Context: an optimization exercise on an open-source flow, tuned for small area, a short achievable clock period and few clock cycles per item. The choices shown serve that exercise and are no tape-out recipe. At most, simulation tests tie the RTL to the original design; equivalence was not proved. No functional check of the RTL was part of run 5.

$ cat flow/run.sh
#!/bin/bash
# synth_recipe.tcl (not shown) runs the flow's synth.tcl, then flattens the netlist and writes it again
# the make line also repeats each setting of config.mk as NAME=value (left out here)
make -C /OpenROAD-flow-scripts/flow DESIGN_CONFIG=/design/flow/config.mk WORK_HOME=/design/flow/orfs CLKGATE_MAP_FILE= SYNTH_SCRIPT=/design/flow/synth_recipe.tcl finish
$ cat flow/config.mk
export PLATFORM = sky130hd
export DESIGN_NAME = sgl_flit_rx
export DESIGN_NICKNAME = sgl_flit_rx
export VERILOG_FILES = /design/flow/design.v
export SDC_FILE = /design/flow/constraint.sdc
export NUM_CORES = 4
export LEC_CHECK = 0
export CAP_MARGIN = 20
export CORE_MARGIN = 2
export CORE_UTILIZATION = 40
export SLEW_MARGIN = 20
$ cat flow/design.v
module sgl_flit_rx (
  input  wire        clk,
  input  wire        rst,            
  input  wire        in_valid,
  input  wire [63:0] in_data,        
  output wire        in_ready,
  output wire        out_valid,
  output wire [63:0] out_data,       
  output wire        out_last,       
  output wire        out_pass,       
  output wire        out_fec_ok,     
  output wire [2:0]  out_corr,       
  output wire [23:0] out_corr_pos    
);
  function automatic [7:0] gf_mul2(input [7:0] a);
    gf_mul2 = {a[6:0], 1'b0} ^ (a[7] ? 8'h1D : 8'h00);
  endfunction
  function automatic [7:0] gf_mul(input [7:0] a, input [7:0] b);
    integer i;
    reg [7:0] r, x;
    begin
      r = 8'd0;
      x = a;
      for (i = 0; i < 8; i = i + 1) begin
        if (b[i]) r = r ^ x;
        x = gf_mul2(x);
      end
      gf_mul = r;
    end
  endfunction
  function automatic [7:0] gf_mulp(input [7:0] a, input integer k);
    gf_mulp = gf_mul(a, 8'd1 << k);
  endfunction
  localparam [7:0] ALPHA_M85 = 8'hD7;    
  localparam [7:0] ALPHA_M84 = 8'hB3;    
  reg  [4:0] phi;         
  reg  [4:0] wcnt;        
  reg        in_rdy_q;
  reg        acc_q;       
  reg  [4:0] wq;          
  reg        tx_act;      
  wire accept  = in_valid && in_rdy_q;
  wire load    = acc_q && (wq == 5'd31);    
  wire [4:0] phi_n    = (accept && wcnt == 5'd0) ? 5'd1 : phi + 5'd1;
  wire [4:0] wcnt_n   = accept ? wcnt + 5'd1 : wcnt;
  wire       tx_act_n = (phi == 5'd0) ? load : tx_act;
  wire       load_n   = accept && (wcnt == 5'd31);
  wire       idle_n   = !tx_act_n && !load_n;
  wire       rdy_n    = (phi_n == wcnt_n) || (wcnt_n == 5'd0 && idle_n);
  always @(posedge clk) begin
    if (rst) begin
      phi      <= 5'd0;
      wcnt     <= 5'd0;
      in_rdy_q <= 1'b1;
      acc_q    <= 1'b0;
      tx_act   <= 1'b0;
    end else begin
      phi      <= phi_n;
      wcnt     <= wcnt_n;
      in_rdy_q <= rdy_n;
      acc_q    <= accept;
      tx_act   <= tx_act_n;
    end
  end
  always @(posedge clk) begin
    wq <= wcnt;
  end
  reg [2047:0] ring;
  reg [63:0]   rd_q;       
  always @(posedge clk) begin
    ring <= {ring[1983:0], in_rdy_q ? in_data : ring[2047:1984]};
    rd_q <= ring[2047:1984];
  end
  wire [63:0] wr_w = ring[63:0];
  function automatic [7:0] lane(input [63:0] w, input integer b);
    lane = w[63 - 8*b -: 8];
  endfunction
  reg  [7:0] a0 [0:2];
  reg  [7:0] a1 [0:2];
  reg  [7:0] a2 [0:2];
  reg  [7:0] ns0 [0:2];
  reg  [7:0] ns1 [0:2];
  reg  [7:0] ns2 [0:2];
  always @* begin : syn_next
    integer g, i, cnt, m;
    reg [7:0] t0, t1, t2, b, p0, p1, p2;
    for (g = 0; g < 3; g = g + 1) begin
      cnt = (g == 2) ? 2 : 3;
      t0 = 8'd0; t1 = 8'd0; t2 = 8'd0;
      for (i = 0; i < 3; i = i + 1) if (g + 3*i < 8) begin
        b  = lane(wr_w, g + 3*i);
        t0 = t0 ^ b;
        t1 = t1 ^ gf_mulp(b, cnt - 1 - i);
        t2 = t2 ^ gf_mulp(b, 2*(cnt - 1 - i));
      end
      p0 = (wq == 5'd0) ? 8'd0 : a0[g];
      p1 = (wq == 5'd0) ? 8'd0 : gf_mulp(a1[g], cnt);
      p2 = (wq == 5'd0) ? 8'd0 : gf_mulp(a2[g], 2*cnt);
      m = (g + 1) % 3;
      ns0[m] = p0 ^ t0;
      ns1[m] = p1 ^ t1;
      ns2[m] = p2 ^ t2;
    end
  end
  integer k;
  always @(posedge clk) begin
    if (acc_q) begin
      for (k = 0; k < 3; k = k + 1) begin
        a0[k] <= ns0[k];
        a1[k] <= ns1[k];
        a2[k] <= ns2[k];
      end
    end
  end
  reg [2:0] zc_q;
  reg [2:0] cons_q;
  always @(posedge clk) begin : chk
    integer c, m;
    if (phi == 5'd1) begin
      for (c = 0; c < 3; c = c + 1) begin
        m = (c + 2) % 3;
        zc_q[c]   <= (a0[m] == 8'd0) && (a1[m] == 8'd0) && ((c == 1) || (a2[m] == 8'd0));
        cons_q[c] <= (c == 1) || (gf_mul(a0[m], a2[m]) == gf_mul(a1[m], a1[m]));
      end
    end
  end
  reg  [7:0] se [0:2];
  reg  [7:0] sr [0:2];
  reg        fnd [0:2];
  reg  [7:0] fps [0:2];
  wire [4:0] s = phi - 5'd1;
  reg  [63:0] mask;
  reg  [2:0]  hit;
  reg  [7:0]  hpos [0:2];
  always @* begin : search
    integer g, i, cnt, b;
    reg m;
    mask = 64'd0;
    for (g = 0; g < 3; g = g + 1) begin
      cnt = (g == 2) ? 2 : 3;
      hit[g]  = 1'b0;
      hpos[g] = {s, 3'd0};
      for (i = 0; i < 3; i = i + 1) if (g + 3*i < 8) begin
        b = g + 3*i;
        m = (se[g] != 8'd0) && (gf_mulp(sr[g], i) == se[g]);
        if (m) begin
          mask[63 - 8*b -: 8] = se[g];
          hit[g]  = 1'b1;
          hpos[g] = {s, b[2:0]};
        end
      end
    end
  end
  always @(posedge clk) begin : srch
    integer g, m, cnt;
    for (g = 0; g < 3; g = g + 1) begin
      m   = (g + 1) % 3;
      cnt = (g == 2) ? 2 : 3;
      if (load) begin
        se[g] <= ns0[(g + 2) % 3];
        sr[g] <= gf_mul(ns1[(g + 2) % 3], (g == 0) ? ALPHA_M85 : ALPHA_M84);
      end else begin
        se[m] <= se[g];
        sr[m] <= gf_mulp(sr[g], cnt);
      end
      fnd[m] <= ((s == 5'd0) ? 1'b0 : fnd[g]) | hit[g];
      fps[m] <= hit[g] ? hpos[g] : fps[g];
    end
  end
  reg  [63:0] out_data_q;
  reg         out_valid_q, out_last_q, out_pass_q, out_fec_q;
  reg  [2:0]  out_corr_q;
  reg  [63:0] crc;
  reg         crc_ok;
  wire [63:0] word_c   = rd_q ^ mask;           
  wire [63:0] crc_next;
  sgl_crc64_upd u_crc (.crc(crc), .d(out_data_q), .q(crc_next));
  reg [2:0] corr_f;
  reg       fec_f;
  always @* begin : fin
    integer c, g;
    fec_f = 1'b1;
    for (c = 0; c < 3; c = c + 1) begin
      g = (c + 1) % 3;
      corr_f[c] = (fnd[g] | hit[g]) && cons_q[c];
      fec_f = fec_f && (zc_q[c] || corr_f[c]);
    end
  end
  always @(posedge clk) begin
    if (phi != 5'd0 && phi != 5'd31)
      out_data_q <= word_c;
    crc <= (phi == 5'd1) ? {64{1'b1}} : crc_next;
    if (phi == 5'd31)
      crc_ok <= ((crc_next ^ word_c) == {64{1'b1}});
    if (phi == 5'd0) begin
      out_fec_q  <= fec_f;
      out_corr_q <= corr_f;
    end
  end
  always @(posedge clk) begin
    if (rst) begin
      out_valid_q <= 1'b0;
      out_last_q  <= 1'b0;
      out_pass_q  <= 1'b0;
    end else begin
      out_valid_q <= tx_act && (phi <= 5'd29);
      out_last_q  <= tx_act && (phi == 5'd0);
      out_pass_q  <= fec_f && crc_ok;
    end
  end
  assign in_ready     = in_rdy_q;
  assign out_valid    = out_valid_q;
  assign out_data     = out_data_q;
  assign out_last     = out_last_q;
  assign out_pass     = out_pass_q;
  assign out_fec_ok   = out_fec_q;
  assign out_corr     = out_corr_q;
  assign out_corr_pos = {fps[1], fps[0], fps[2]};
endmodule
module sgl_crc64_upd (
  input  wire [63:0] crc,
  input  wire [63:0] d,
  output wire [63:0] q
);
  wire [63:0] x = crc ^ d;
  wire t64 = x[0] ^ x[63];
  wire t65 = x[4] ^ x[24];
  wire t66 = x[9] ^ x[16];
  wire t67 = x[10] ^ x[17];
  wire t68 = x[11] ^ x[18];
  wire t69 = x[37] ^ x[42];
  wire t70 = x[19] ^ x[54];
  wire t71 = x[5] ^ x[59];
  wire t72 = x[20] ^ x[55];
  wire t73 = x[36] ^ x[41];
  wire t74 = x[7] ^ x[12];
  wire t75 = x[2] ^ x[22];
  wire t76 = x[29] ^ x[43];
  wire t77 = x[3] ^ x[23];
  wire t78 = x[30] ^ x[44];
  wire t79 = x[31] ^ x[45];
  wire t80 = x[8] ^ x[13];
  wire t81 = x[51] ^ x[58];
  wire t82 = x[14] ^ x[50];
  wire t83 = x[28] ^ x[53];
  wire t84 = x[1] ^ x[48];
  wire t85 = x[35] ^ x[47];
  wire t86 = x[32] ^ x[57];
  wire t87 = x[33] ^ x[56];
  wire t88 = x[21] ^ x[46];
  wire t89 = x[15] ^ t67;
  wire t90 = x[34] ^ x[49];
  wire t91 = x[6] ^ x[39];
  wire t92 = x[38] ^ x[40];
  wire t93 = x[52] ^ t74;
  wire t94 = t66 ^ t68;
  wire t95 = x[26] ^ t64;
  wire t96 = x[27] ^ t73;
  wire t97 = t70 ^ t79;
  wire t98 = t65 ^ t71;
  wire t99 = x[62] ^ t72;
  wire t100 = t69 ^ t75;
  wire t101 = t76 ^ t77;
  wire t102 = t78 ^ t81;
  wire t103 = x[25] ^ t80;
  wire t104 = t82 ^ t87;
  wire t105 = x[41] ^ t83;
  wire t106 = t84 ^ t92;
  wire t107 = x[12] ^ t89;
  wire t108 = x[17] ^ x[21];
  wire t109 = x[1] ^ x[60];
  wire t110 = x[22] ^ x[25];
  wire t111 = x[37] ^ t88;
  wire t112 = t65 ^ t91;
  wire t113 = x[16] ^ t85;
  wire t114 = x[39] ^ t86;
  wire t115 = x[34] ^ t102;
  wire t116 = x[57] ^ t94;
  wire t117 = x[13] ^ x[61];
  wire t118 = x[8] ^ x[60];
  wire t119 = x[19] ^ x[48];
  wire t120 = x[38] ^ x[51];
  wire t121 = x[27] ^ x[35];
  wire t122 = x[15] ^ x[59];
  wire t123 = x[7] ^ x[40];
  wire t124 = t69 ^ t88;
  wire t125 = x[58] ^ t76;
  wire t126 = x[18] ^ t75;
  wire t127 = x[63] ^ t86;
  wire t128 = x[14] ^ t95;
  wire t129 = x[46] ^ t100;
  wire t130 = x[47] ^ x[52];
  wire t131 = x[34] ^ x[54];
  wire t132 = x[32] ^ x[48];
  wire t133 = x[5] ^ x[53];
  wire t134 = x[7] ^ t82;
  wire t135 = x[20] ^ t90;
  wire t136 = x[4] ^ t71;
  wire t137 = t68 ^ t78;
  wire t138 = x[6] ^ t84;
  wire t139 = x[56] ^ t85;
  wire t140 = x[45] ^ t80;
  wire t141 = x[44] ^ t66;
  wire t142 = x[28] ^ t96;
  wire t143 = x[49] ^ t101;
  wire t144 = x[50] ^ t93;
  wire t145 = x[15] ^ x[30];
  wire t146 = x[21] ^ x[31];
  wire t147 = x[0] ^ x[26];
  wire t148 = x[24] ^ x[33];
  wire t149 = x[32] ^ x[59];
  wire t150 = x[9] ^ x[35];
  wire t151 = x[19] ^ t90;
  wire t152 = x[3] ^ t70;
  wire t153 = t73 ^ t74;
  wire t154 = x[61] ^ t77;
  wire t155 = x[2] ^ t83;
  wire t156 = x[57] ^ t64;
  wire t157 = t69 ^ t87;
  wire t158 = x[11] ^ t74;
  wire t159 = x[47] ^ t110;
  wire t160 = x[17] ^ t81;
  wire t161 = t81 ^ t103;
  wire t162 = x[5] ^ t112;
  wire t163 = t97 ^ t122;
  wire t164 = t76 ^ t98;
  wire t165 = t79 ^ t99;
  wire t166 = t72 ^ t101;
  wire t167 = x[43] ^ t114;
  wire t168 = x[33] ^ t93;
  wire t169 = x[35] ^ x[52];
  wire t170 = x[56] ^ x[63];
  wire t171 = x[29] ^ x[42];
  wire t172 = x[40] ^ x[62];
  wire t173 = x[16] ^ x[30];
  wire t174 = x[23] ^ x[61];
  wire t175 = x[18] ^ x[51];
  wire t176 = x[29] ^ x[53];
  wire t177 = x[1] ^ x[55];
  wire t178 = x[42] ^ x[44];
  wire t179 = x[34] ^ x[42];
  wire t180 = x[23] ^ x[38];
  wire t181 = x[36] ^ x[49];
  wire t182 = x[37] ^ x[45];
  wire t183 = x[10] ^ x[50];
  wire t184 = t65 ^ t66;
  wire t185 = t73 ^ t123;
  wire t186 = x[31] ^ t70;
  wire t187 = x[46] ^ t117;
  wire t188 = x[3] ^ t78;
  wire t189 = t68 ^ t79;
  wire t190 = t65 ^ t87;
  wire t191 = x[14] ^ t87;
  wire t192 = x[54] ^ t83;
  wire t193 = x[10] ^ t92;
  wire t194 = x[25] ^ t67;
  wire t195 = t80 ^ t109;
  wire t196 = x[51] ^ t70;
  wire t197 = x[36] ^ t150;
  wire t198 = t75 ^ t85;
  wire t199 = x[43] ^ t72;
  wire t200 = x[2] ^ t95;
  wire t201 = x[1] ^ t89;
  wire t202 = t99 ^ t100;
  wire t203 = t105 ^ t121;
  wire t204 = x[62] ^ t104;
  wire t205 = t97 ^ t103;
  wire t206 = t105 ^ t139;
  wire t207 = t90 ^ t106;
  wire t208 = x[4] ^ t111;
  wire t209 = t68 ^ t113;
  wire t210 = x[7] ^ t143;
  wire t211 = x[8] ^ t107;
  wire t212 = x[40] ^ t107;
  wire t213 = t97 ^ t116;
  wire t214 = t67 ^ t129;
  wire t215 = x[6] ^ x[60];
  wire t216 = x[21] ^ x[58];
  wire t217 = x[22] ^ x[32];
  wire t218 = x[24] ^ x[55];
  wire t219 = x[28] ^ x[41];
  wire t220 = x[38] ^ x[61];
  wire t221 = x[39] ^ x[53];
  wire t222 = x[13] ^ x[49];
  wire t223 = x[52] ^ x[58];
  wire t224 = x[20] ^ x[46];
  wire t225 = x[28] ^ x[46];
  wire t226 = x[29] ^ x[39];
  wire t227 = x[8] ^ x[31];
  wire t228 = x[18] ^ x[55];
  wire t229 = x[39] ^ x[43];
  wire t230 = x[25] ^ x[26];
  wire t231 = x[52] ^ x[56];
  wire t232 = x[16] ^ t64;
  wire t233 = t120 ^ t145;
  wire t234 = t71 ^ t92;
  wire t235 = x[33] ^ t109;
  wire t236 = x[0] ^ t130;
  wire t237 = t82 ^ t176;
  wire t238 = t131 ^ t175;
  wire t239 = t69 ^ t132;
  wire t240 = t145 ^ t147;
  wire t241 = x[27] ^ t177;
  wire t242 = x[27] ^ t66;
  wire t243 = x[50] ^ t120;
  wire t244 = t64 ^ t91;
  wire t245 = t108 ^ t123;
  wire t246 = x[61] ^ t118;
  wire t247 = x[9] ^ t88;
  wire t248 = x[20] ^ t79;
  wire t249 = x[57] ^ t77;
  wire t250 = t119 ^ t180;
  wire t251 = x[44] ^ t182;
  wire t252 = t85 ^ t91;
  wire t253 = t82 ^ t132;
  wire t254 = t84 ^ t149;
  wire t255 = t86 ^ t119;
  wire t256 = x[2] ^ t64;
  wire t257 = x[58] ^ t78;
  wire t258 = t73 ^ t133;
  wire t259 = x[14] ^ t84;
  wire t260 = x[38] ^ t91;
  wire t261 = x[5] ^ t77;
  wire t262 = x[16] ^ t77;
  wire t263 = t72 ^ t91;
  wire t264 = x[30] ^ t72;
  wire t265 = t83 ^ t108;
  wire t266 = x[13] ^ t110;
  wire t267 = t124 ^ t134;
  wire t268 = t111 ^ t125;
  wire t269 = t117 ^ t152;
  wire t270 = x[28] ^ t134;
  wire t271 = t126 ^ t153;
  wire t272 = x[60] ^ t126;
  wire t273 = t114 ^ t146;
  wire t274 = x[17] ^ t155;
  wire t275 = t89 ^ t138;
  wire t276 = t98 ^ t127;
  wire t277 = x[37] ^ t125;
  wire t278 = t122 ^ t190;
  wire t279 = t140 ^ t247;
  wire t280 = t141 ^ t248;
  wire t281 = x[53] ^ t94;
  wire t282 = x[45] ^ t192;
  wire t283 = t76 ^ t96;
  wire t284 = t94 ^ t187;
  wire t285 = t95 ^ t139;
  wire t286 = t99 ^ t112;
  wire t287 = x[10] ^ t104;
  wire t288 = x[22] ^ t196;
  wire t289 = t121 ^ t137;
  wire t290 = x[24] ^ t93;
  wire t291 = t96 ^ t113;
  wire t292 = x[6] ^ t159;
  wire t293 = t153 ^ t189;
  wire t294 = x[18] ^ t135;
  wire t295 = x[23] ^ t138;
  wire t296 = x[47] ^ t94;
  wire t297 = t98 ^ t120;
  wire t298 = t71 ^ t188;
  wire t299 = t93 ^ t157;
  wire t300 = t86 ^ t197;
  wire t301 = x[11] ^ t193;
  wire t302 = t105 ^ t200;
  wire t303 = t161 ^ t184;
  wire t304 = t142 ^ t162;
  wire t305 = t137 ^ t202;
  wire t306 = t115 ^ t154;
  wire t307 = x[60] ^ t164;
  wire t308 = t186 ^ t274;
  wire t309 = t118 ^ t165;
  wire t310 = x[21] ^ t166;
  wire t311 = t128 ^ t282;
  wire t312 = t115 ^ t194;
  wire t313 = t128 ^ t133;
  wire t314 = t71 ^ t144;
  wire t315 = t166 ^ t227;
  wire t316 = x[26] ^ t163;
  wire t317 = x[4] ^ t142;
  wire t318 = t140 ^ t201;
  wire t319 = t136 ^ t296;
  wire t320 = t116 ^ t230;
  wire t321 = t124 ^ t210;
  wire t322 = t81 ^ t211;
  assign q[0] = ((t267 ^ (t151 ^ (t215 ^ ((x[38] ^ x[59]) ^ t169)))) ^ (t302 ^ t303));
  assign q[1] = (((t232 ^ ((x[47] ^ t75) ^ t135)) ^ t304) ^ (t269 ^ (t201 ^ t268)));
  assign q[2] = (t305 ^ (((t106 ^ t113) ^ t270) ^ (t136 ^ ((t108 ^ t77) ^ (x[6] ^ (x[25] ^ x[29]))))));
  assign q[3] = ((t143 ^ t162) ^ (t271 ^ (((t118 ^ t119) ^ (t170 ^ t79)) ^ ((x[26] ^ t108) ^ t233))));
  assign q[4] = (((t203 ^ t272) ^ t306) ^ (t273 ^ ((x[20] ^ t234) ^ t128)));
  assign q[5] = (((t217 ^ (t169 ^ t171)) ^ t142) ^ (t163 ^ (((t172 ^ t216) ^ t112) ^ (t154 ^ t235))));
  assign q[6] = (t307 ^ ((((x[63] ^ (x[25] ^ x[32])) ^ t185) ^ t129) ^ (t99 ^ (((x[33] ^ x[34]) ^ t173) ^ (t174 ^ t83)))));
  assign q[7] = ((((t66 ^ t102) ^ t204) ^ (t236 ^ (t136 ^ t187))) ^ (t210 ^ t308));
  assign q[8] = (t309 ^ (((t130 ^ t188) ^ (t237 ^ t238)) ^ (t275 ^ t276)));
  assign q[9] = ((((t71 ^ t80) ^ t104) ^ (t189 ^ t239)) ^ (t240 ^ ((t131 ^ t218) ^ (t219 ^ t220))));
  assign q[10] = (((t273 ^ t277) ^ t302) ^ (t278 ^ (((x[62] ^ t80) ^ t241) ^ t144)));
  assign q[11] = (((t191 ^ t192) ^ (t234 ^ t242)) ^ (t115 ^ (((t171 ^ t75) ^ (x[3] ^ t109)) ^ (t103 ^ t127))));
  assign q[12] = ((((t156 ^ t243) ^ t205) ^ (t89 ^ (((x[55] ^ x[61]) ^ t148) ^ (t173 ^ t221)))) ^ t321);
  assign q[13] = (t305 ^ (((t186 ^ t244) ^ t206) ^ (t245 ^ ((t149 ^ t222) ^ (x[43] ^ t109)))));
  assign q[14] = (t310 ^ (((t106 ^ t127) ^ (t178 ^ t104)) ^ ((t246 ^ t97) ^ t271)));
  assign q[15] = ((t202 ^ t279) ^ (((t151 ^ t154) ^ t167) ^ (t190 ^ ((x[15] ^ x[41]) ^ t102))));
  assign q[16] = (((t249 ^ t98) ^ t204) ^ (t280 ^ ((((x[43] ^ x[63]) ^ t110) ^ (t179 ^ t223)) ^ ((t85 ^ t88) ^ t193))));
  assign q[17] = ((t89 ^ (((x[11] ^ x[5]) ^ t181) ^ t100)) ^ (((t140 ^ t141) ^ (t236 ^ t250)) ^ (t167 ^ t270)));
  assign q[18] = (((((t148 ^ t224) ^ (t82 ^ t91)) ^ (t106 ^ t251)) ^ (t143 ^ t281)) ^ t322);
  assign q[19] = (t311 ^ (((t137 ^ t252) ^ (t69 ^ (x[58] ^ t118))) ^ t212));
  assign q[20] = ((((x[55] ^ t74) ^ t106) ^ t163) ^ (t283 ^ t284));
  assign q[21] = (t312 ^ (((t149 ^ ((x[21] ^ x[38]) ^ (x[53] ^ x[9]))) ^ t144) ^ (t285 ^ t286)));
  assign q[22] = ((((x[0] ^ x[58]) ^ t129) ^ (t207 ^ t287)) ^ (t213 ^ t304));
  assign q[23] = (((((x[11] ^ t130) ^ t114) ^ (t184 ^ t195)) ^ t212) ^ (t310 ^ t313));
  assign q[24] = ((((t246 ^ t89) ^ t207) ^ (t288 ^ t289)) ^ ((t95 ^ (t225 ^ t157)) ^ t314));
  assign q[25] = ((t165 ^ t283) ^ (((((x[12] ^ x[52]) ^ t174) ^ t151) ^ (t155 ^ t195)) ^ ((t243 ^ t252) ^ t116)));
  assign q[26] = ((t269 ^ t290) ^ ((((x[20] ^ t170) ^ t102) ^ (t124 ^ t155)) ^ ((t197 ^ t253) ^ (t67 ^ (t172 ^ t226)))));
  assign q[27] = (t213 ^ ((((t148 ^ t179) ^ (t183 ^ t215)) ^ (t125 ^ t198)) ^ ((t225 ^ ((x[36] ^ x[3]) ^ t123)) ^ (t240 ^ t99))));
  assign q[28] = (((t208 ^ t291) ^ (t254 ^ (((x[19] ^ x[61]) ^ t170) ^ t158))) ^ (t312 ^ t315));
  assign q[29] = ((t292 ^ t293) ^ (((t224 ^ (x[17] ^ t133)) ^ (t232 ^ t255)) ^ (t115 ^ t204)));
  assign q[30] = (((t168 ^ t294) ^ t316) ^ (t295 ^ (((t80 ^ t85) ^ t124) ^ (t127 ^ t160))));
  assign q[31] = (t317 ^ (t292 ^ (((x[33] ^ t175) ^ t199) ^ (t239 ^ t95))));
  assign q[32] = (((t256 ^ (t104 ^ t141)) ^ t307) ^ (t295 ^ ((t121 ^ (x[53] ^ (x[41] ^ x[46]))) ^ t161)));
  assign q[33] = (t318 ^ ((((x[50] ^ t220) ^ t113) ^ (t152 ^ t156)) ^ ((t257 ^ t258) ^ t208)));
  assign q[34] = (t319 ^ ((((x[36] ^ x[54]) ^ t160) ^ (t259 ^ t260)) ^ (t129 ^ t165)));
  assign q[35] = ((t206 ^ (((t147 ^ t179) ^ (t228 ^ t229)) ^ (t253 ^ t261))) ^ (t212 ^ t303));
  assign q[36] = (((t96 ^ ((t178 ^ t222) ^ (x[40] ^ t169))) ^ t320) ^ (t275 ^ ((t191 ^ t196) ^ t164)));
  assign q[37] = ((t289 ^ t297) ^ ((t107 ^ t279) ^ (t199 ^ (x[36] ^ t156))));
  assign q[38] = ((t285 ^ t293) ^ (t297 ^ ((t75 ^ t90) ^ (((x[1] ^ x[8]) ^ t178) ^ (t183 ^ t221)))));
  assign q[39] = (((t98 ^ (t216 ^ t158)) ^ t311) ^ (t207 ^ ((t262 ^ t96) ^ t167)));
  assign q[40] = (t313 ^ (((((x[15] ^ x[34]) ^ t108) ^ (t226 ^ t92)) ^ (t141 ^ t241)) ^ (t168 ^ t288)));
  assign q[41] = (t318 ^ (t203 ^ ((((x[23] ^ x[40]) ^ t131) ^ (t173 ^ t231)) ^ (t126 ^ t263))));
  assign q[42] = (t308 ^ (t116 ^ (((t171 ^ t218) ^ (t77 ^ t88)) ^ ((x[56] ^ (x[14] ^ x[35])) ^ t185))));
  assign q[43] = (t211 ^ (((t152 ^ t159) ^ (t86 ^ ((x[18] ^ x[56]) ^ t65))) ^ (t264 ^ ((t69 ^ t73) ^ t125))));
  assign q[44] = (t320 ^ ((t250 ^ t257) ^ (((x[13] ^ t146) ^ t136) ^ (t157 ^ t199))));
  assign q[45] = (((t103 ^ (t64 ^ ((x[4] ^ x[51]) ^ (x[56] ^ x[5])))) ^ (t144 ^ t167)) ^ ((t203 ^ t280) ^ t214));
  assign q[46] = ((t98 ^ ((t86 ^ t90) ^ (x[50] ^ t70))) ^ (((t101 ^ t185) ^ (t194 ^ t235)) ^ ((t251 ^ t256) ^ t209)));
  assign q[47] = (((t72 ^ (t181 ^ t64)) ^ t168) ^ (t298 ^ (((x[45] ^ t117) ^ t259) ^ (t265 ^ t94))));
  assign q[48] = (((t90 ^ (x[6] ^ (x[56] ^ x[62]))) ^ t107) ^ (t208 ^ ((t126 ^ t195) ^ (t237 ^ t97))));
  assign q[49] = ((((t70 ^ t72) ^ t127) ^ (t134 ^ t198)) ^ ((t233 ^ t261) ^ t284));
  assign q[50] = ((t286 ^ (((t130 ^ t146) ^ (x[36] ^ t119)) ^ (t191 ^ t262))) ^ t322);
  assign q[51] = ((t266 ^ (t135 ^ t245)) ^ (t281 ^ ((t231 ^ (x[48] ^ (x[15] ^ x[37]))) ^ t276)));
  assign q[52] = (t214 ^ (t168 ^ ((((x[13] ^ x[23]) ^ (x[28] ^ x[9])) ^ t156) ^ (t238 ^ t98))));
  assign q[53] = (((((t183 ^ t219) ^ (x[51] ^ t177)) ^ t200) ^ t319) ^ t321);
  assign q[54] = (((t206 ^ t268) ^ (t266 ^ (t158 ^ t242))) ^ (t298 ^ ((t90 ^ (t67 ^ t84)) ^ t128)));
  assign q[55] = ((((t89 ^ t96) ^ t115) ^ t213) ^ (t290 ^ (((t64 ^ t84) ^ (x[23] ^ t176)) ^ (t111 ^ t159))));
  assign q[56] = (((t264 ^ ((t180 ^ t223) ^ t254)) ^ t214) ^ (t209 ^ ((t83 ^ ((x[12] ^ x[24]) ^ (x[26] ^ x[49]))) ^ t205)));
  assign q[57] = (((t209 ^ t299) ^ (t244 ^ ((t131 ^ t132) ^ t160))) ^ (t315 ^ t317));
  assign q[58] = ((t299 ^ t300) ^ (((t80 ^ (t228 ^ t78)) ^ t164) ^ (t265 ^ (t106 ^ t151))));
  assign q[59] = (((t260 ^ (t135 ^ t258)) ^ (t272 ^ t277)) ^ (t287 ^ ((t78 ^ (x[57] ^ t150)) ^ t205)));
  assign q[60] = (((t263 ^ t267) ^ (t300 ^ t301)) ^ (t306 ^ t316));
  assign q[61] = (((t278 ^ t291) ^ t309) ^ (t301 ^ ((t111 ^ t93) ^ (t81 ^ (t217 ^ t229)))));
  assign q[62] = ((t255 ^ (((x[40] ^ x[44]) ^ t147) ^ (t174 ^ t181))) ^ (t162 ^ ((t104 ^ t158) ^ (t160 ^ t198))));
  assign q[63] = (((t96 ^ ((t172 ^ t182) ^ (x[15] ^ t148))) ^ t314) ^ (t294 ^ ((t138 ^ t249) ^ t161)));
endmodule
$ cat flow/constraint.sdc
create_clock -name core_clock -period 14.0 [get_ports {clk}]
set_input_delay 2.8000 -clock core_clock [delete_from_list [all_inputs] [get_ports {clk}]]
set_output_delay 2.8000 -clock core_clock [all_outputs]
set_load 0.01 [all_outputs]
==> results of run 1 <==
## state kept, by name, indices dropped and copies added (netlist names), 2 cells and up
signal / count
a0: 24
a1: 24
ring: 2048
rd_q: 64
cons_q: 2
wcnt: 5
a2: 24
sr: 24
wq: 5
crc: 64
out_data_q: 64
fnd: 3
fps: 24
se: 24
out_corr_q: 3
phi: 5
zc_q: 3
## cell type report
class	count	area share [%]
flip-flops and latches	2418	58.58
multi-input cells	2506	26.17
clock buffers	326	7.652
well taps	2370	3.483
repair buffers	234	2.540
clock inverters	87	1.352
inverters	49	0.2161
diodes	2	0.005879
## placed cells by master (no fill, tap or decap), types with 14 or more instances in the layout
master and n:
o21ai_0 55, clkinv_2 37, clkbuf_16 228, nor2_1 99
xor3_1 18, nand4_1 21, a21oi_1 42, nor3_1 14
buf_4 72, inv_1 49, nor4_1 26, dfxtp_1 2270
nand3_1 23, xnor2_2 67, clkbuf_1 54, nand2b_1 17
clkdlybuf4s50_1 162, nand2_1 412, edfxtp_1 146, xnor2_4 30
xor2_1 340, mux2i_1 15, clkbuf_8 44, xnor2_1 945
xnor3_1 137, mux2_2 76
## per-layer routing
metal	wire length [um]	track usage (%)	up-vias
li1	-	-	16980
met1	84360	26.73	17590
met2	97090	36.41	922
met3	9242	3.681	286
met4	8914	9.301	2
met5	13	0	-
## kinds of logic after synthesis
group                      synth area share, %
AOI/OAI and AO/OA                        1.482
xor gates and xnor gates                 23.26
adders and majority gates               0.2062
buffers and inverters                    1.014
DFF                                      68.50
muxes                                    1.382
and+or+nand+nor                          4.151
## worst max-delay path: cells and delay by family, from the launching register on
family / cells / cell delay, ns
xor gates and xnor gates: 6 / 3.37
muxes: 1 / 0.22
DFF: 1 / 0.42
and+or+nand+nor: 3 / 1.07
## path summary, 6_finish.rpt
check                                  to  slack, ns  cells past startpoint
worst max register to register     crc_ok       8.71                     10
worst max-delay path               crc_ok       8.71                     10
worst min register to register  ring[161]       0.27                      0
worst min-delay path            ring[161]       0.27                      0
## metrics by stage
step	util (%)	std cells	cell area [um2]	hold WS, ns
CTS	47.09	7990	85120	0.2597
global placement	42.83	7577	77410	0.3095
global route	47.10	7990	85120	0.2649
floorplan	-	5117	72800	0.3096
detailed placement	42.85	7577	77450	0.3121
finish	47.10	7992	85130	0.2720
==> impl_metrics.toml, run 1 <==
[drt]
first_pass_iters = 5
ant_nets = 0
vias = 35780
remaining_drc_errors = 0
drt-vias-per-instance = 4.476
drtIter0Drc = 2612
drt_wl_total_um = 199600
wl_per_cell_um = 24.98

[final_layout]
fin_nets = 5508
multi_input_area_mm2 = 0.02228
layout-drive-gt1-share_pct = 11.37
syn_to_final_growth_pct = 16.94
regArea_mm2 = 0.04987
fillCellCount = 15880

[logic_synthesis]
yosysTopAreaCell = "dfxtp_1"
ys_ff_latch = 2418
synth.most_common_cell = "dfxtp_1"
synthTopCellsByCount = "dfxtp_1, xnor2_1, nand2_1"
synthArstFlopShare_pct = 0
yosysWarnings = 8
ys_seq_area_share_pct = 68.50
synth-edff-count = 146
synth_area_leaders = "dfxtp_1, xnor2_1, edfxtp_1, xnor3_1, xor2_1"
synth_cell_types = 66
synth.net_count = 5196
syn_area_mm2 = 0.07280
synthFlopType = "dfxtp_1"
avgSynthCellArea_um2 = 14.23
yosysTopAreaCellShare_pct = 62.48
syn-instance-count = 5117

[setup_path]
cp.required_ns = 14.66
end_kind = "register"
crit_start = "out_data_q[1]"
crit_fanout = 7
slowest_delay_ns = 0.85
worst_path_max_delay_cell = "xnor2_2"
crit_path_start_kind = "register"
path_class = "register to register"
rr_startpoint = "out_data_q[1]"
worstPathCellList = "xnor2_2, xor2_1, xnor2_1, xnor2_1, xor2_1, xnor2_1, mux2i_1, nor4_1, nand4_1, nor4_2"
worstPathArrival_ns = 5.95
worst_path_most_repeated_cell = "xnor2_1"

[cts]
hold_buffers = 0
clock_latency_ns = 0.89
cts_root_buf = "clkbuf_16"
cts_tree = "yes"
cts_sinks = 2418
cts_setup_buffers = 0
cts_max_level = 4
path_clk_slew_ns = 0.07
clockBufferDepth = 3
cts_buffers = 220
cts_resized = 0

[sta]
period_share_pct = 37.76
setup_viol = 0
rsz0062_at_grt = "false"
fin_worst_skew_ns = 0.07464
slew_headroom_pct = 20.04
hold_violations = 0
timing.final.ws_setup_ns = 8.713
slew_violations = 0
max_freq_mhz = 189.2
worst_pin_slew_ns = 1.191
setup_tns_ns = 0
fin_crit_ns = 5.287

[die]
die_h_um = 430.6
rows = 156
pin_count = 163
die_w_um = 430.6
die_area_mm2 = 0.1854
placeableCoreArea_mm2 = 0.1807
initial_core_util_pct = 40.28

[global_routing]
grt-ovfl-total = 0
antenna_found_initial = 16
grt_pass1_vias = 35320
grt_usage_pct = 21.41
grt_max_degree = 74
grt_pass1_wl_um = 274500

[status]
status = "no timing/DRC/antenna violations"

[min_path]
min_from = "ring[97]"
min-delay-path-class = "register to register"

[placement]
gp_congestion = 1.021
port_buffers = 162
dp_hpwl_um = 150900
post-place-ws_ns = 8.757

[job]
max_cap_violations = 0
Testbench counts, summed over its fixed seeds: cycles 16,656, flits 512.
==> inputs of run 2 (changes only) <==
--- a/flow/design.v
+++ b/flow/design.v
@@ -38,13 +38,9 @@
   reg        in_rdy_q;
-  reg        acc_q;       
-  reg  [4:0] wq;          
   reg        tx_act;      
   wire accept  = in_valid && in_rdy_q;
-  wire load    = acc_q && (wq == 5'd31);    
+  wire load    = accept && (wcnt == 5'd31);    
   wire [4:0] phi_n    = (accept && wcnt == 5'd0) ? 5'd1 : phi + 5'd1;
   wire [4:0] wcnt_n   = accept ? wcnt + 5'd1 : wcnt;
-  wire       tx_act_n = (phi == 5'd0) ? load : tx_act;
-  wire       load_n   = accept && (wcnt == 5'd31);
-  wire       idle_n   = !tx_act_n && !load_n;
-  wire       rdy_n    = (phi_n == wcnt_n) || (wcnt_n == 5'd0 && idle_n);
+  wire       tx_act_n = (phi == 5'd31) ? load : tx_act;
+  wire       rdy_n    = (phi_n == wcnt_n) || (wcnt_n == 5'd0 && !tx_act_n);
   always @(posedge clk) begin
@@ -54,3 +50,2 @@
       in_rdy_q <= 1'b1;
-      acc_q    <= 1'b0;
       tx_act   <= 1'b0;
@@ -60,3 +55,2 @@
       in_rdy_q <= rdy_n;
-      acc_q    <= accept;
       tx_act   <= tx_act_n;
@@ -64,12 +58,7 @@
   end
-  always @(posedge clk) begin
-    wq <= wcnt;
-  end
   reg [2047:0] ring;
-  reg [63:0]   rd_q;       
   always @(posedge clk) begin
     ring <= {ring[1983:0], in_rdy_q ? in_data : ring[2047:1984]};
-    rd_q <= ring[2047:1984];
   end
-  wire [63:0] wr_w = ring[63:0];
+  wire [63:0] rd_w = ring[2047:1984];    
   function automatic [7:0] lane(input [63:0] w, input integer b);
@@ -90,3 +79,3 @@
       for (i = 0; i < 3; i = i + 1) if (g + 3*i < 8) begin
-        b  = lane(wr_w, g + 3*i);
+        b  = lane(in_data, g + 3*i);
         t0 = t0 ^ b;
@@ -95,5 +84,5 @@
       end
-      p0 = (wq == 5'd0) ? 8'd0 : a0[g];
-      p1 = (wq == 5'd0) ? 8'd0 : gf_mulp(a1[g], cnt);
-      p2 = (wq == 5'd0) ? 8'd0 : gf_mulp(a2[g], 2*cnt);
+      p0 = (wcnt == 5'd0) ? 8'd0 : a0[g];
+      p1 = (wcnt == 5'd0) ? 8'd0 : gf_mulp(a1[g], cnt);
+      p2 = (wcnt == 5'd0) ? 8'd0 : gf_mulp(a2[g], 2*cnt);
       m = (g + 1) % 3;
@@ -106,3 +95,3 @@
   always @(posedge clk) begin
-    if (acc_q) begin
+    if (accept) begin
       for (k = 0; k < 3; k = k + 1) begin
@@ -118,3 +107,3 @@
     integer c, m;
-    if (phi == 5'd1) begin
+    if (phi == 5'd0) begin
       for (c = 0; c < 3; c = c + 1) begin
@@ -130,3 +119,3 @@
   reg  [7:0] fps [0:2];
-  wire [4:0] s = phi - 5'd1;
+  wire [4:0] s = phi;
   reg  [63:0] mask;
@@ -174,3 +163,3 @@
   reg         crc_ok;
-  wire [63:0] word_c   = rd_q ^ mask;           
+  wire [63:0] word_c   = rd_w ^ mask;           
   wire [63:0] crc_next;
@@ -189,8 +178,8 @@
   always @(posedge clk) begin
-    if (phi != 5'd0 && phi != 5'd31)
+    if (phi <= 5'd29)
       out_data_q <= word_c;
-    crc <= (phi == 5'd1) ? {64{1'b1}} : crc_next;
-    if (phi == 5'd31)
+    crc <= (phi == 5'd0) ? {64{1'b1}} : crc_next;
+    if (phi == 5'd30)
       crc_ok <= ((crc_next ^ word_c) == {64{1'b1}});
-    if (phi == 5'd0) begin
+    if (phi == 5'd31) begin
       out_fec_q  <= fec_f;
@@ -205,4 +194,4 @@
     end else begin
-      out_valid_q <= tx_act && (phi <= 5'd29);
-      out_last_q  <= tx_act && (phi == 5'd0);
+      out_valid_q <= tx_act && (phi <= 5'd28 || phi == 5'd31);
+      out_last_q  <= tx_act && (phi == 5'd31);
       out_pass_q  <= fec_f && crc_ok;
--- a/flow/config.mk
+++ b/flow/config.mk
@@ -7,5 +7,5 @@
 export LEC_CHECK = 0
-export CAP_MARGIN = 20
+export CAP_MARGIN = 80
 export CORE_MARGIN = 2
 export CORE_UTILIZATION = 40
-export SLEW_MARGIN = 20
+export SLEW_MARGIN = 80
==> impl_metrics.toml, run 2 <==
[sta]
period_share_pct = 35.13
slew_violations = 0
fin_crit_ns = 4.918
worst_pin_slew_ns = 0.3343
timing.final.ws_setup_ns = 9.082
rsz0062_at_grt = "false"
slew_headroom_pct = 77.71
setup_viol = 0
max_freq_mhz = 203.3
setup_tns_ns = 0
fin_worst_skew_ns = 0.08156
hold_violations = 0

[setup_path]
end_kind = "output port"
cp.required_ns = 11.20
worstPathArrival_ns = 2.12
crit_path_start_kind = "register"
path_class = "register to output port"
crit_fanout = 3

[drt]
vias = 36630
wl_per_cell_um = 23.06
drt-vias-per-instance = 4.450
drtIter0Drc = 2454
remaining_drc_errors = 0
ant_nets = 0
drt_wl_total_um = 189900
first_pass_iters = 5

[logic_synthesis]
synthSimpleGateAreaFrac_pct = 3.638
yosysWarnings = 8
synth_fa_ha_area_share_pct = 0.2119
ys_seq_area_share_pct = 68.40
synthFlopType = "dfxtp_1"
synthXorXnorAreaFrac_pct = 23.88
yosysTopAreaCellShare_pct = 62.21
yosysTopAreaCell = "dfxtp_1"
synth_top_family_by_area = "XOR/XNOR gates"
synthTopCellsByCount = "dfxtp_1, xnor2_1, nand2_1, xor2_1, xnor3_1"
synth.most_common_cell = "dfxtp_1"
synth-compound-area-share_pct = 1.001
synth_area_leaders = "dfxtp_1, xnor2_1, edfxtp_1, xnor3_1, xor2_1"
synth.area.mux_share_pct = 1.955
syn_area_mm2 = 0.07086
synth.net_count = 4957
avgSynthCellArea_um2 = 14.53
ys_ff_latch = 2348
synthArstFlopShare_pct = 0
synth_cell_types = 60
synth-edff-count = 146
syn-instance-count = 4878

[die]
die_h_um = 424.9
initial_core_util_pct = 40.23
die_area_mm2 = 0.1805
rows = 154
placeableCoreArea_mm2 = 0.1761
die_w_um = 424.9
pin_count = 163

[cts]
clockBufferDepth = 3
hold_buffers = 0
cts_root_buf = "clkbuf_16"
path_clk_slew_ns = 0.06
cts_resized = 0
cts_buffers = 213
cts_setup_buffers = 0
clock_latency_ns = 0.87
cts_sinks = 2348
cts_max_level = 4
cts_tree = "yes"

[final_layout]
largest_registers = "ring x2048, crc x64, out_data_q x64"
final_cells = 8232
layout_commonest_cell = "dfxtp_1"
syn_to_final_growth_pct = 29.68
fin_util_pct = 52.17
largest_reg_flops = 2048
top_register = "ring"
fin_nets = 5782
multi_input_area_mm2 = 0.02741
regArea_mm2 = 0.04865
fillCellCount = 14660
final_cell_mix = "dfxtp_1, xnor2_1, xnor2_2"
layout-drive-gt1-share_pct = 30.86

[placement]
placed_cells = 7813
post-place-ws_ns = 8.658
dp_hpwl_um = 148500
port_buffers = 162
gp_congestion = 0.9777

[job]
max_cap_violations = 0

[global_routing]
grt_pass1_wl_um = 265600
grt-ovfl-total = 0
antenna_found_initial = 17
grt_usage_pct = 20.98
grt_max_degree = 37
grt_pass1_vias = 36500

[status]
status = "no timing/DRC/antenna violations"

[min_path]
min-delay-path-class = "register to register"
[run 2: cells by family (layout without fill, tap and decap cells)]
kind of cell | count (synthesis) | in the layout
xor gates and xnor gates | 1522 | 1522
muxes | 125 | 125
AOI/OAI and AO/OA | 116 | 116
other | 0 | 4
DFF | 2348 | 2348
and+or+nand+nor | 584 | 584
adders and majority gates | 12 | 12
buffers and inverters | 171 | 1181
[run 2: metrics by stage]
stage / hold slack [ns] / instance area (um2)
detailed placement: 0.3120 / 83130
finish: 0.2703 / 91880
floorplan: 0.3096 / 70860
global route: 0.2869 / 91870
CTS: 0.2716 / 90610
global placement: 0.3095 / 75530
[run 2: metal layers]
metal  track usage [%]  vias up  part of all wire, %
met1             25.95    18000                   40
met4             9.752        4                  5.2
met3             3.587      378                  5.3
met5                 0        -                0.014
li1                  -    17180                    -
met2             35.70     1065                   49
[run 2: cell type report]
type	count	area share [%]
antenna	4	0.01089
clock buffer	298	6.689
clock inverter	102	1.460
inverter	39	0.1620
multi-input combinational	2359	29.83
sequential	2348	52.94
tap	2340	3.186
timing repair buffer	742	5.718
[run 2: worst paths after layout]
check                                     from          end  slack (ns)  cells after the start
worst max register to register  out_data_q[30]       crc_ok        9.27                     17
worst min register to register       ring[423]    ring[487]        0.27                      0
worst min-delay path                 ring[423]    ring[487]        0.27                      0
worst max-delay path             out_data_q[8]  out_data[8]        9.08                      2
[run 2: critical path, cell delays in order (launching register included)]
cell	delay, ns
edfxtp_1	0.42
clkdlybuf4s18_2	0.28
clkdlybuf4s50_1	0.56
Testbench counts of run 2, summed over its fixed seeds: cycles 16,648, flits 512.
==> inputs of run 3 (changes only) <==
--- a/flow/config.mk
+++ b/flow/config.mk
@@ -7,5 +7,6 @@
 export LEC_CHECK = 0
-export CAP_MARGIN = 80
+export ABC_CLOCK_PERIOD_IN_PS = 3000
+export CAP_MARGIN = 20
 export CORE_MARGIN = 2
 export CORE_UTILIZATION = 40
-export SLEW_MARGIN = 80
+export SLEW_MARGIN = 20
==> impl_metrics.toml, run 3 <==
[job]
max_cap_violations = 0

[sta]
worst_pin_slew_ns = 1.181
slew_headroom_pct = 20.88
slew_violations = 0
max_freq_mhz = 195.9
rsz0062_at_grt = "false"
timing.final.ws_setup_ns = 8.894
fin_crit_ns = 5.106
setup_viol = 0
fin_worst_skew_ns = 0.08488
period_share_pct = 36.47
setup_tns_ns = 0
hold_violations = 0

[die]
die_area_mm2 = 0.1805
die_h_um = 424.9
initial_core_util_pct = 40.23
placeableCoreArea_mm2 = 0.1761
pin_count = 163
die_w_um = 424.9
rows = 154

[final_layout]
largest_reg_flops = 2048
fin_nets = 5275
layout-drive-gt1-share_pct = 12.02
final_cell_mix = "dfxtp_1, xnor2_1, xor2_1"
top_register = "ring"
largest_registers = "ring x2048, crc x64, out_data_q x64"
layout_commonest_cell = "dfxtp_1"
syn_to_final_growth_pct = 17.25

[global_routing]
grt.met1_usage_pct = 25.41
grt_use_met2_pct = 34.15
grt_pass1_wl_um = 256500
grt-ovfl-total = 0
grt_usage_pct = 20.42
grt.met3_usage_pct = 3.487
grt.busiest_layer = "met2"
grt_pass1_vias = 33970
antenna_found_initial = 14
grt_max_degree = 73

[drt]
vias = 34440
first_pass_iters = 5
ant_nets = 0
drt_wl_total_um = 185400
remaining_drc_errors = 0
drtIter0Drc = 2368
drt-vias-per-instance = 4.460
wl_per_cell_um = 24.01

[cts]
cts_sinks = 2348
clockBufferDepth = 3
hold_buffers = 0
cts_buffers = 213
cts_setup_buffers = 0
cts_max_level = 4
cts_resized = 0
path_clk_slew_ns = 0.06
cts_root_buf = "clkbuf_16"
cts_tree = "yes"
clock_latency_ns = 0.88

[placement]
post-place-ws_ns = 8.007
port_buffers = 162
gp_congestion = 0.9777
dp_hpwl_um = 139800

[logic_synthesis]
synth.most_common_cell = "dfxtp_1"
ys_ff_latch = 2348
synth-edff-count = 146
yosysWarnings = 8
ys_seq_area_share_pct = 68.40
synth_area_leaders = "dfxtp_1, xnor2_1, edfxtp_1, xnor3_1, xor2_1"
yosysTopAreaCell = "dfxtp_1"
syn_area_mm2 = 0.07086
avgSynthCellArea_um2 = 14.53
synth_cell_types = 60
syn-instance-count = 4878
synthArstFlopShare_pct = 0
synth.net_count = 4957
synthTopCellsByCount = "dfxtp_1, xnor2_1, nand2_1, xor2_1, xnor3_1"
yosysTopAreaCellShare_pct = 62.21
synthFlopType = "dfxtp_1"

[setup_path]
crit_fanout = 5
cp_num_buf_inv = 1
crit_start = "in_data[39]"
crit_path_start_kind = "input port"
crit_family = "XOR/XNOR gates"
cp.required_ns = 14.73
end_kind = "register"
worst_path_most_repeated_cell = "xnor2_1"
path_class = "input port to register"
worstPathCellList = "clkdlybuf4s50_1, xnor2_1, xor2_1, xnor2_1, xnor2_1, xnor2_1, xnor2_1, xnor2_1, xnor2_1, o21ai_0"
worst_path_max_delay_cell = "clkdlybuf4s50_1"
rr_startpoint = "out_data_q[3]"
slowest_delay_ns = 0.59
worstPathArrival_ns = 5.84

[status]
status = "no timing/DRC/antenna violations"

[min_path]
min_from = "ring[1038]"
min-delay-path-class = "register to register"
==> run 3: kinds of logic (layout without fill, tap and decap cells) <==
group,after synthesis,in the layout,synth area share (%)
and+or+nand+nor,584,584,3.638
adders and majority gates,12,12,0.2119
other,0,6,0
xor gates and xnor gates,1522,1522,23.88
AOI/OAI and AO/OA,116,116,1.001
buffers and inverters,171,669,0.9094
muxes,125,125,1.955
DFF,2348,2348,68.40
==> run 3: routing by layer <==
metal / up-vias / wire, um
met5: - / 35
met4: 6 / 9752
met3: 338 / 8918
met2: 945 / 89560
met1: 16920 / 77150
li1: 16240 / -
==> run 3: layout make-up <==
type | count | area (um2)
clock inverter | 96 | 1269
clock buffer | 299 | 6266
tap | 2340 | 2928
antenna | 6 | 15.01
sequential | 2348 | 48470
fill | 15350 | 93040
inverter | 39 | 146.4
multi-input combinational | 2359 | 21810
timing repair buffer | 235 | 2170
==> run 3: metrics by stage <==
stage | instances | area, um2 | hold slack [ns] | utilization (%)
finish | 7722 | 83080 | 0.2767 | 47.17
global route | 7716 | 83060 | 0.2793 | 47.16
CTS | 7716 | 83060 | 0.2740 | 47.16
detailed placement | 7321 | 75530 | 0.3121 | 42.88
global placement | 7321 | 75530 | 0.3095 | 42.88
floorplan | 4878 | 70860 | 0.3096 | -
==> run 3: path summary, 6_finish.rpt <==
check	to	slack, ns	depth (start not counted)
setup reg to reg	crc_ok	9.02	10
hold reg to reg	ring[1102]	0.28	0
setup / recovery	sr[2][0]	8.89	10
hold / removal	ring[1102]	0.28	0
==> run 3: worst register-to-register path, stage by stage (launching register included) <==
cell and delay [ns]:
edfxtp_1 0.54, xnor2_2 0.97, xnor3_1 0.68, xor2_1 0.39, xnor2_1 0.15, xnor2_1 0.15
xnor2_1 0.48, o22ai_1 0.27, nor4_1 0.73, and4_1 0.32, and4_1 0.19
==> inputs of run 4 (changes only) <==
--- a/flow/config.mk
+++ b/flow/config.mk
@@ -7,3 +7,2 @@
 export LEC_CHECK = 0
-export ABC_CLOCK_PERIOD_IN_PS = 3000
 export CAP_MARGIN = 20
==> impl_metrics.toml, run 4 <==
[sta]
setup_viol = 0
max_freq_mhz = 195.9
rsz0062_at_grt = "false"
fin_crit_ns = 5.106
setup_tns_ns = 0
period_share_pct = 36.47
timing.final.ws_setup_ns = 8.894
fin_worst_skew_ns = 0.08488
slew_violations = 0
hold_violations = 0
worst_pin_slew_ns = 1.181
slew_headroom_pct = 20.88

[final_layout]
largest_registers = "ring x2048, crc x64, out_data_q x64"
fin_nets = 5275
fin_util_pct = 47.17
final_cell_mix = "dfxtp_1, xnor2_1, xor2_1"
layout-drive-gt1-share_pct = 12.02
layout_commonest_cell = "dfxtp_1"
largest_reg_flops = 2048
syn_to_final_growth_pct = 17.25
top_register = "ring"
final_area_mm2 = 0.08308

[setup_path]
cp.required_ns = 14.73
cp_num_buf_inv = 1
crit_fanout = 5
path_class = "input port to register"
worst_path_max_delay_cell = "clkdlybuf4s50_1"
worst_path_most_repeated_cell = "xnor2_1"
end_kind = "register"
crit_family = "XOR/XNOR gates"
worstPathCellList = "clkdlybuf4s50_1, xnor2_1, xor2_1, xnor2_1, xnor2_1, xnor2_1, xnor2_1, xnor2_1, xnor2_1, o21ai_0"
crit_path_start_kind = "input port"
worstPathArrival_ns = 5.84
slowest_delay_ns = 0.59

[logic_synthesis]
synth-edff-count = 146
synthArstFlopShare_pct = 0
yosysTopAreaCellShare_pct = 62.21
avgSynthCellArea_um2 = 14.53
synth.most_common_cell = "dfxtp_1"
yosysTopAreaCell = "dfxtp_1"
yosysWarnings = 8
ys_seq_area_share_pct = 68.40
syn-instance-count = 4878
synth.net_count = 4957
ys_ff_latch = 2348
synth_cell_types = 60
synthTopCellsByCount = "dfxtp_1, xnor2_1, nand2_1, xor2_1, xnor3_1"
syn_area_mm2 = 0.07086
synth_area_leaders = "dfxtp_1, xnor2_1, edfxtp_1, xnor3_1, xor2_1"
synthFlopType = "dfxtp_1"

[die]
die_w_um = 424.9
initial_core_util_pct = 40.23
pin_count = 163
placeableCoreArea_mm2 = 0.1761
die_h_um = 424.9
rows = 154
die_area_mm2 = 0.1805

[status]
status = "no timing/DRC/antenna violations"

[global_routing]
grt_pass1_vias = 33970
grt_max_degree = 73
grt_pass1_wl_um = 256500
grt-ovfl-total = 0
antenna_found_initial = 14
grt_usage_pct = 20.42

[cts]
cts_setup_buffers = 0
cts_buffers = 213
cts_sinks = 2348
path_clk_slew_ns = 0.06
hold_buffers = 0
cts_root_buf = "clkbuf_16"
clock_latency_ns = 0.88
cts_tree = "yes"
cts_max_level = 4
cts_resized = 0
clockBufferDepth = 3

[drt]
drtIter0Drc = 2368
vias = 34440
wl_per_cell_um = 24.01
ant_nets = 0
drt_wl_total_um = 185400
remaining_drc_errors = 0
first_pass_iters = 5
drt-vias-per-instance = 4.460

[placement]
post-place-ws_ns = 8.007
dp_hpwl_um = 139800
placed_area_mm2 = 0.07553
port_buffers = 162
gp_congestion = 0.9777

[min_path]
min-delay-path-class = "register to register"

[job]
max_cap_violations = 0
==> run 4: layer usage <==
| layer | track usage [%] | vias to the layer above | routed length (um) |
|---|---|---|---|
| met5 | 0 | - | 35 |
| met4 | 10.34 | 6 | 9752 |
| met3 | 3.487 | 338 | 8918 |
| met2 | 34.15 | 945 | 89560 |
| met1 | 25.41 | 16920 | 77150 |
| li1 | - | 16240 | - |
==> run 4: path summary, 6_finish.rpt <==
| kind | from | end | slack (ns) | depth (start not counted) |
|---|---|---|---|---|
| worst max-delay path | in_data[39] | sr[2][0] | 8.89 | 10 |
| worst min register to register | ring[1038] | ring[1102] | 0.28 | 0 |
| worst min-delay path | ring[1038] | ring[1102] | 0.28 | 0 |
| worst max register to register | out_data_q[3] | crc_ok | 9.02 | 10 |
==> run 4: per-stage QoR <==
step | std cells | hold slack (ns)
2_1_floorplan | 4878 | 0.3096
3_3_place_gp | 7321 | 0.3095
3_5_place_dp | 7321 | 0.3121
4_1_cts | 7716 | 0.2740
5_1_grt | 7716 | 0.2793
6_report | 7722 | 0.2767
==> run 4: logic make-up after synthesis <==
| family | synth area share (%) |
|---|---|
| XOR/XNOR | 23.88 |
| AO/OA/AOI/OAI | 1.001 |
| buffers and inverters | 0.9094 |
| multiplexers | 1.955 |
| adder cells (fa/ha/maj) | 0.2119 |
| AND/OR/NAND/NOR | 3.638 |
| flip-flops | 68.40 |
==> run 4: area by class of cell <==
cell class / count / area (um2)
flip-flops and latches: 2348 / 48470
clock buffers: 299 / 6266
repair buffers: 235 / 2170
diodes: 6 / 15.01
multi-input cells: 2359 / 21810
well taps: 2340 / 2928
inverters: 39 / 146.4
fillers: 15350 / 93040
clock inverters: 96 / 1269
==> inputs of run 5 (changes only) <==
--- a/flow/design.v
+++ b/flow/design.v
@@ -123,2 +123,12 @@
   reg  [7:0]  hpos [0:2];
+  reg  [7:0]  se_w [0:2];
+  reg  [7:0]  sr_w [0:2];
+  always @* begin : srch_in
+    integer g;
+    for (g = 0; g < 3; g = g + 1) begin
+      se_w[g] = (phi == 5'd0) ? a0[(g + 2) % 3] : se[g];
+      sr_w[g] = (phi == 5'd0) ? gf_mul(a1[(g + 2) % 3], (g == 0) ? ALPHA_M85 : ALPHA_M84)
+                              : sr[g];
+    end
+  end
   always @* begin : search
@@ -133,5 +143,5 @@
         b = g + 3*i;
-        m = (se[g] != 8'd0) && (gf_mulp(sr[g], i) == se[g]);
+        m = (se_w[g] != 8'd0) && (gf_mulp(sr_w[g], i) == se_w[g]);
         if (m) begin
-          mask[63 - 8*b -: 8] = se[g];
+          mask[63 - 8*b -: 8] = se_w[g];
           hit[g]  = 1'b1;
@@ -147,9 +157,4 @@
       cnt = (g == 2) ? 2 : 3;
-      if (load) begin
-        se[g] <= ns0[(g + 2) % 3];
-        sr[g] <= gf_mul(ns1[(g + 2) % 3], (g == 0) ? ALPHA_M85 : ALPHA_M84);
-      end else begin
-        se[m] <= se[g];
-        sr[m] <= gf_mulp(sr[g], cnt);
-      end
+      se[m]  <= se_w[g];
+      sr[m]  <= gf_mulp(sr_w[g], cnt);
       fnd[m] <= ((s == 5'd0) ? 1'b0 : fnd[g]) | hit[g];
@@ -162,6 +167,6 @@
   reg  [63:0] crc;
-  reg         crc_ok;
+  reg  [63:0] crc_d_q;                          
   wire [63:0] word_c   = rd_w ^ mask;           
   wire [63:0] crc_next;
-  sgl_crc64_upd u_crc (.crc(crc), .d(out_data_q), .q(crc_next));
+  sgl_crc64_upd u_crc (.crc(crc), .d(crc_d_q), .q(crc_next));
   reg [2:0] corr_f;
@@ -180,5 +185,4 @@
       out_data_q <= word_c;
+    crc_d_q <= word_c;
     crc <= (phi == 5'd0) ? {64{1'b1}} : crc_next;
-    if (phi == 5'd30)
-      crc_ok <= ((crc_next ^ word_c) == {64{1'b1}});
     if (phi == 5'd31) begin
@@ -196,3 +200,3 @@
       out_last_q  <= tx_act && (phi == 5'd31);
-      out_pass_q  <= fec_f && crc_ok;
+      out_pass_q  <= fec_f && ((crc ^ crc_d_q) == {64{1'b1}});
     end
==> impl_metrics.toml, run 5 <==
[final_layout]
regArea_mm2 = 0.04972
final_cell_mix = "dfxtp_1, xnor2_1, xor2_1"
layout-drive-gt1-share_pct = 11.91
fin_nets = 5630
largest_reg_flops = 2048
final_cells = 8087
layout_commonest_cell = "dfxtp_1"
top_register = "ring"
fillCellCount = 15490
multi_input_area_mm2 = 0.02132
fin_util_pct = 47.29
syn_to_final_growth_pct = 17.59

[cts]
cts_setup_buffers = 0
cts_resized = 0
cts_root_buf = "clkbuf_16"
hold_buffers = 0
cts_tree = "yes"
path_clk_slew_ns = 0.07
clockBufferDepth = 3
cts_max_level = 4
clock_latency_ns = 0.89
cts_sinks = 2411
cts_buffers = 217

[die]
pin_count = 163
initial_core_util_pct = 40.22
die_h_um = 427.3
die_area_mm2 = 0.1826
die_w_um = 427.3
placeableCoreArea_mm2 = 0.1782
rows = 155

[status]
status = "no timing/DRC/antenna violations"

[min_path]
min-delay-path-class = "register to register"

[logic_synthesis]
synthTopCellsByCount = "dfxtp_1, xnor2_1, xor2_1"
ys_seq_area_share_pct = 69.36
synth_area_leaders = "dfxtp_1, xnor2_1, edfxtp_1, xor2_1, nand2_1"
avgSynthCellArea_um2 = 13.79
syn-instance-count = 5199
yosysWarnings = 10
synth.net_count = 5288
ys_ff_latch = 2411
yosysTopAreaCellShare_pct = 63.28
synthFlopType = "dfxtp_1"
synth.most_common_cell = "dfxtp_1"
yosysTopAreaCell = "dfxtp_1"
synthArstFlopShare_pct = 0
synth-edff-count = 145
synth_cell_types = 81
syn_area_mm2 = 0.07168

[sta]
fin_worst_skew_ns = 0.07691
worst_pin_slew_ns = 1.141
period_share_pct = 38.81
setup_tns_ns = 0
rsz0062_at_grt = "false"
setup_viol = 0
slew_headroom_pct = 23.40
slew_violations = 0
hold_violations = 0
max_freq_mhz = 184.1
fin_crit_ns = 5.433

[job]
max_cap_violations = 0

[drt]
drt-vias-per-instance = 4.434
drt_wl_total_um = 184100
wl_per_cell_um = 22.76
vias = 35860
remaining_drc_errors = 0
drtIter0Drc = 2585
ant_nets = 0
first_pass_iters = 6

[setup_path]
cp.required_ns = 14.71
crit_start = "phi[0]"
crit_family = "compound AO/OA/AOI/OAI gates"
worst-path-stages = 11
crit_end = "fps[0][14]"
slowest_delay_ns = 0.96
path_class = "register to register"
end_kind = "register"
worstPathArrival_ns = 6.15
reg2reg_slack_ns = 8.57
cp_num_buf_inv = 3
crit_path_start_kind = "register"
rr_startpoint = "phi[0]"
timing.rr.end = "fps[0][14]"
worst_path_max_delay_cell = "a211oi_4"
r2r_cells = 11
crit_fanout = 63
worstPathCellList = "inv_1, ha_1, or4b_4, inv_2, buf_4, mux2i_1, xor2_1, a2111o_1, a211oi_4, nor3_4, mux2_4"

[placement]
placed_cells = 7676
gp_congestion = 0.9438
port_buffers = 162
dp_hpwl_um = 134700

[global_routing]
grt_pass1_wl_um = 260000
grt_pass1_vias = 35540
grt_max_degree = 76
grt-ovfl-total = 0
antenna_found_initial = 19
grt_usage_pct = 20.17
## run 5: cell types whose count changed in the layout (fill, tap and decap cells not counted), sizes merged, moves of 11 or more
cell	before	now
xnor2	975	1261
buf	73	110
nor2	99	133
xor2	344	324
nand2	333	308
xnor3	188	35
a211oi	1	12
mux2	107	83
inv	55	69
clkinv	53	72
dfxtp	2202	2266
a21oi	32	49
a31oi	1	14
## run 5: worst min-delay path by stage
stage	startpoint	to	slack (ns)	cells after the start
2_1_floorplan	ring[936]	ring[1000]	0.31	0
4_1_cts	ring[299]	ring[363]	0.28	0
3_5_place_dp	ring[40]	ring[104]	0.31	0
6_report	ring[299]	ring[363]	0.28	0
3_3_place_gp	ring[375]	ring[439]	0.31	0
5_1_grt	ring[1726]	ring[1790]	0.28	0
## run 5: per-stage QoR
stage               area [um2]  hold WS (ns)  setup WS, ns
global route             84280        0.2810         8.329
floorplan                71680        0.3096         8.915
finish                   84290        0.2827         8.567
global placement         76640        0.3095         8.074
CTS                      84250        0.2816         8.610
detailed placement       76670        0.3121         8.177
## run 5: final cells by class
cell class                      count  share of cell area (%)
Tap cell                         2355                   3.496
Sequential cell                  2411                   58.99
Multi-Input combinational cell   2576                   25.30
Antenna cell                        4                 0.01188
Timing Repair Buffer              272                   2.927
Clock inverter                    107                   1.674
Clock buffer                      299                   7.325
Inverter                           63                  0.2820
## run 5: logic make-up (layout without fill, tap and decap cells)
| kind of cell | after synthesis | after routing | synth area share [%] |
|---|---|---|---|
| AOI/OAI and AO/OA | 178 | 178 | 1.623 |
| and+or+nand+nor | 634 | 634 | 3.995 |
| adders and majority gates | 22 | 22 | 0.3840 |
| other | 0 | 4 | 0 |
| xor gates and xnor gates | 1631 | 1631 | 21.70 |
| buffers and inverters | 212 | 741 | 1.192 |
| muxes | 111 | 111 | 1.752 |
| DFF | 2411 | 2411 | 69.36 |
## run 5: routing by layer
| metal | GRT usage (%) | vias to the layer above | part of all wire [%] |
|---|---|---|---|
| li1 | - | 17210 | - |
| met1 | 27.46 | 17460 | 46 |
| met2 | 32.33 | 907 | 46 |
| met3 | 3.664 | 276 | 5.1 |
| met4 | 6.690 | 8 | 3.2 |
| met5 | 0 | - | 0.028 |

==> what the ideal ports hide <==
Ports are ideal in the flow. The routed layouts listed here were re-timed in OpenROAD. Step 1 sets driving cells, clkbuf_16 on the clock port and buf_2 on the other inputs (assumed; they add their load-dependent delay and slew). Step 2 adds t to the input delays and takes it off the output delays; t is the mean of the earliest and latest rising clock arrival at the registers after step 1. Input paths then give back, and output paths get back, about the clock's delay inside the block. a / b / c = ideal / step 1 / step 2; a / b = the first two.
run	t, ns	setup WS [ns]	worst setup path at the end
run 1	0.923	8.713 / 8.713 / 8.713	register to register
run 2	0.922	9.082 / 9.000 / 8.594	input to register
run 3	0.923	8.894 / 8.901 / 7.978	input to register
run 4	0.923	8.894 / 8.901 / 7.978	input to register
run 5	0.936	8.567 / 8.567 / 8.486	input to register
After both steps setup and hold are still met in every run listed.
